What follows belongs to an exercise in optimizing a design on an open flow for small area, a short achievable clock period and few clock cycles per item; a production flow would make more cautious choices. No run shown here included a check of the RTL's function; only the layout flow was run. Power and IR drop assume default switching activity.

==> flow/design.v, too long to show whole: its modules and the start of the top module <==
// module anvil_bus_mac: 1059 lines
module anvil_bus_mac (
    input  wire        clk,
    input  wire        rst,
    input  wire        in_valid,
    output wire        in_ready,
    input  wire [39:0] in_sample,    
    input  wire [23:0] in_gain,      
    input  wire        in_last,
    output reg         out_valid,
    input  wire        out_ready,
    output reg  [39:0] out_value,    
    output reg         out_clip
);
  // ...
==> flow/run.sh <==
#!/bin/bash
# synth_recipe.tcl (not shown) runs the flow's synth.tcl, then flattens the netlist and writes it again
# the make line also repeats each setting of config.mk as NAME=value (left out here)
make -C /OpenROAD-flow-scripts/flow DESIGN_CONFIG=/design/flow/config.mk WORK_HOME=/design/flow/orfs CLKGATE_MAP_FILE= SYNTH_SCRIPT=/design/flow/synth_recipe.tcl finish
==> flow/config.mk <==
export PLATFORM = sky130hd
export DESIGN_NAME = anvil_bus_mac
export DESIGN_NICKNAME = anvil_bus_mac
export VERILOG_FILES = /design/flow/design.v
export SDC_FILE = /design/flow/constraint.sdc
export NUM_CORES = 4
export LEC_CHECK = 0
export ABC_AREA = 1
export CAP_MARGIN = 20
export CORE_MARGIN = 2
export CORE_UTILIZATION = 40
export PLACE_DENSITY = 0.6
export SLEW_MARGIN = 20
==> flow/constraint.sdc <==
create_clock -name core_clock -period 18.0 [get_ports {clk}]
set_input_delay 3.6000 -clock core_clock [delete_from_list [all_inputs] [get_ports {clk}]]
set_output_delay 3.6000 -clock core_clock [all_outputs]
set_load 0.01 [all_outputs]
==> results_dict.tcl, run 1 <==
set metrics [dict create \
    die_w_um 294 \
    min_path_cells 2 \
    clkbuf_count 37 \
    multi_input_area_share_pct 64.8 \
    inverters 551 \
    htree_levels 1 \
    final_cells 4977 \
    avgViaCountPerCell 5.61 \
    root_buffer "clkbuf_16" \
    status "finished clean" \
    crit_start "m_s[0]$_DFFE_PP_" \
    clkCellAreaFrac_pct 2.59 \
    crit_path_max_fanout 40 \
    grt_usage_pct 24.3 \
    synth_area_sq_um 33600 \
    synth-compound-area-share_pct 14.1 \
    pg_comb_mw 5.86 \
    first_global_vias 28700 \
    synth_mux_area_share_pct 0 \
    synth-simple-area-share_pct 11.6 \
    path_delay_family "simple AND/OR/NAND/NOR gates" \
    hold_violations 0 \
    tapCellCount 1080 \
    cts_setup_buffers 0 \
    dieArea_sq_um 86300 \
    multi_input_area_sq_um 23700 \
    ys_seq_area_share_pct 20.4 \
    final.setup.worst_slack_ps 11460 \
    buffers 178 \
    rr_worst_depth 30 \
    maxSlewViolCount 0 \
    n_fill_cell 8333 \
    wl_met3_mm 8.25 \
]
==> inputs of run 2 (changes only) <==
--- a/flow/config.mk
+++ b/flow/config.mk
@@ -6,5 +6,5 @@
 export NUM_CORES = 4
 export LEC_CHECK = 0
-export ABC_AREA = 1
+export ABC_CLOCK_PERIOD_IN_PS = 4500
 export CAP_MARGIN = 20
 export CORE_MARGIN = 2
==> run 2 against run 1 <==
Compared with the run above:
- still clean on timing, DRC and antenna
- utilization shrank 1.0 points
- synthesized cell count grew 38%
- global-route usage grew 3.9 points
- count of clock-buffer cells in the layout grew 3
- area after synthesis grew 26%
- final cell count grew 30%
==> results_dict.tcl, run 2 <==
set metrics [dict create \
    die_y_um 329 \
    wl_mm 156 \
    use_met1_pct 39.1 \
    hold_violations 0 \
    fmax_mhz 118 \
    root_buffer "clkbuf_16" \
    antenna_left 0 \
    slowest_stage "a211oi_1" \
    skew_ps 51.6 \
    synth_area_leaders "fa_1, edfxtp_1, a21oi_1" \
    p_leak_nw 16.9 \
    ys_async_sr_fraction_pct 0 \
    crit_required_ps 18310 \
    htree_levels 2 \
    path_clk_slew_ps 60 \
    power_mw 7.65 \
    cpPeakStageDelay_ps 700 \
    maxSlewViolCount 0 \
    portBuffers 111 \
    clockPowerShare_pct 9.4 \
    pwr-share-seq_pct 14.3 \
    max-cap-violations 0 \
    pwr-share-comb_pct 76.3 \
    power_density_nw_per_um2 170 \
    reg_top3 "acc (46), m_c (44), m_s (43)" \
    num_vias 41000 \
    cts_hold_buf 0 \
    cp_common_cell "a21oi_1" \
    synth_commonest_cells "nand2_1, clkbuf_1, a21oi_1" \
    drive_above_1_share_pct 4.41 \
    die_w_um 329 \
    setup_violations 0 \
    pre_cts_ws_ps 9600 \
    wl_per_cell_um 24.1 \
    top_usage_layer "met2" \
    ys_seq_area_share_pct 16.2 \
    status "finished clean" \
    grt_max_degree 184 \
    largest_reg_flops 46 \
    regMostFlops "acc" \
    crit_path_max_fanout 39 \
    rr_worst_depth 24 \
    gr-total-overflow 0 \
    syn_nets 6073 \
    layout_commonest_cell "nand2_1" \
    clkLatencyLatePin_ps 620 \
    hp-start "acc_clip$_SDFFE_PP0P_" \
    use_met2_pct 42.2 \
    synthMostInstantiatedCell "nand2_1" \
    final.setup.worst_slack_ps 9490 \
    reg2reg_from "m_s[0]$_DFFE_PP_" \
    rsz0062_at_grt "false" \
    first_global_vias 37800 \
    synthFlopType "edfxtp_1" \
    min_to "acc_clip$_SDFFE_PP0P_" \
    yosys.area.top_type "fa_1" \
    path_class "reg -> reg" \
    fin_nets 5695 \
    swShare_pct 51.6 \
    intPower_mw 3.70 \
    cts_setup_buffers 0 \
    io_pins 112 \
    r2r_slack_ps 9490 \
    cts_buffer_depth 3 \
    drc 0 \
    netSwitchingPower_mw 3.95 \
    min_path_cells 2 \
    grt_pass1_wl_mm 237 \
    min_period_over_period_pct 47.3 \
    fin_crit_ps 8510 \
    grt_antenna_before_repair 0 \
    synth_cell_type_count 82 \
    worst_pin_slew_ps 1170 \
    arrival_ps 8810 \
    dr.pass1.iters 7 \
    cts_resized 0 \
    crit_path_end_kind "register" \
    yosysWarningCount 1 \
    dieArea_sq_um 109000 \
    critPathLaunchType "register" \
    irDropWorstVdd_mv 0.0928 \
    met3_usage_pct 6.18 \
    avgViaCountPerCell 6.35 \
    slew-limit-headroom_pct 21.4 \
    areaGrowthSynthToFinish_pct 6.19 \
    initial_utilization_pct 40.3 \
    drt-initial-drc-count 4990 \
    final_cell_mix "nand2_1, a21oi_1, nor2_1" \
    synth_area_sq_um 42400 \
    syn-instance-count 5426 \
    cts_buffers 35 \
    cts_tree "done" \
    holdCritPathClass "reg -> reg" \
    ys_ff_latch 246 \
    core_sq_um 105000 \
    hpwl_mm 106 \
    gp_congestion 0.967 \
    grt_usage_pct 28.2 \
    r2r-end "out_value[5]$_DFFE_PP_" \
    cp_cell_sequence "fa_1 > fa_1 > a211oi_1 > nor3_1 > o21ai_1 > a21boi_0 > a41oi_1 > o21bai_1 > xor2_1 > or4_4 > nand2_2 > a21boi_0 > ha_1 > a21oi_1 > o211ai_1 > a211oi_1 > a21oi_1 > a211oi_2 > o21ai_0 > xor2_1 > or3_1 > o21bai_2 > buf_4 > a21oi_1" \
    syn_avg_cell_area_sq_um 7.81 \
    clock_sinks 246 \
    synth-edff-count 194 \
    yosysTopAreaCellShare_pct 18.6 \
    tns_ps 0 \
    rows 119 \
]
[run 2: per-stage QoR]
step	hold WS (ps)	area (sq um)	utilization (%)	std cells
2_1_floorplan	460	42400	-	5426
4_1_cts	497	45000	42.8	6466
5_1_grt	515	45000	42.8	6466
3_5_place_dp	487	43800	41.7	6402
6_report	496	45000	42.8	6467
3_3_place_gp	480	43800	41.7	6402
[run 2: final cells by class]
| cell class | instances | area, sq um |
|---|---|---|
| repair buffers | 239 | 2130 |
| multi-input cells | 4200 | 31800 |
| clock inverters | 24 | 268 |
| fillers | 10600 | 60100 |
| inverters | 326 | 1220 |
| clock buffers | 40 | 915 |
| flip-flops and latches | 246 | 6870 |
| diodes | 1 | 2.50 |
| well taps | 1391 | 1740 |
[run 2: layer usage]
| layer | vias up | part of all wire [%] |
|---|---|---|
| li1 | 18700 | - |
| met1 | 19800 | 42 |
| met2 | 2250 | 43 |
| met3 | 374 | 11 |
| met4 | 0 | 4.8 |
| met5 | - | 0 |
[run 2: how the worst max path moves through the flow]
stage | start | endpoint | slack, ps | cells after the start
5_1_grt | m_s[0]$_DFFE_PP_ | out_value[5]$_DFFE_PP_ | 9110 | 24
3_3_place_gp | m_s[0]$_DFFE_PP_ | out_value[0]$_DFFE_PP_ | 9640 | 24
2_1_floorplan | en$_SDFF_PP1_ | in_ready | 10600 | 0
4_1_cts | m_s[0]$_DFFE_PP_ | out_value[5]$_DFFE_PP_ | 9590 | 24
3_5_place_dp | m_s[0]$_DFFE_PP_ | out_value[5]$_DFFE_PP_ | 9600 | 24
6_report | m_s[0]$_DFFE_PP_ | out_value[5]$_DFFE_PP_ | 9490 | 24
[run 2: power groups by stage]
stage / sequential (mW) / combinational, mW / clock [mW]
finish: 1.09 / 5.84 / 0.720
global route: 1.10 / 6.53 / 0.763
CTS: 1.10 / 5.72 / 0.747
detailed placement: 1.11 / 5.67 / 0
global placement: 1.10 / 5.66 / 0
floorplan: 1.10 / 3.83 / 0
[run 2: cell families after synthesis]
group / after synthesis / synth area share, %
AOI/OAI and AO/OA: 1947 / 29.7
xor gates and xnor gates: 147 / 3.09
adders and majority gates: 772 / 28.6
buffers and inverters: 980 / 8.79
DFF: 246 / 16.2
muxes: 6 / 0.145
and+or+nand+nor: 1328 / 13.5
[run 2: critical path: cells and delay by family, from the launching register on]
kind            cells  cell delay (ps)
compound gates     14             4070
flops               1              400
buf+inv             1              350
fa+ha+maj           3             1300
simple gates        4             1670
xor+xnor            2              370

## separate check: timing with driven ports
The results above use ideal ports. As a check the final layouts listed here were re-extracted and re-timed, cells and wires unchanged. Step 1 (the two cells are an assumption about what drives the block):
set clk [get_ports {clk}]
set_driving_cell -lib_cell sky130_fd_sc_hd__clkbuf_16 $clk
set_driving_cell -lib_cell sky130_fd_sc_hd__buf_2 [delete_from_list [all_inputs] $clk]
Step 2 adds t to the input delays and takes it off the output delays; t is the mean of the earliest and latest rising clock arrival at the registers after step 1. Input paths then give back, and output paths get back, about the clock's delay inside the block. Slacks: no drivers / after step 1 / after step 2; pairs: no drivers / after step 1.
run	shift t [ns]	setup WS [ns]	clock arrival spread, ns	worst slew at a driven data input, ns
run 1	0.655	11.456 / 11.456 / 11.456	0.017 / 0.017	0.05
run 2	0.666	9.495 / 9.495 / 9.495	0.051 / 0.052	0.04
After both steps every run listed still meets setup and hold.
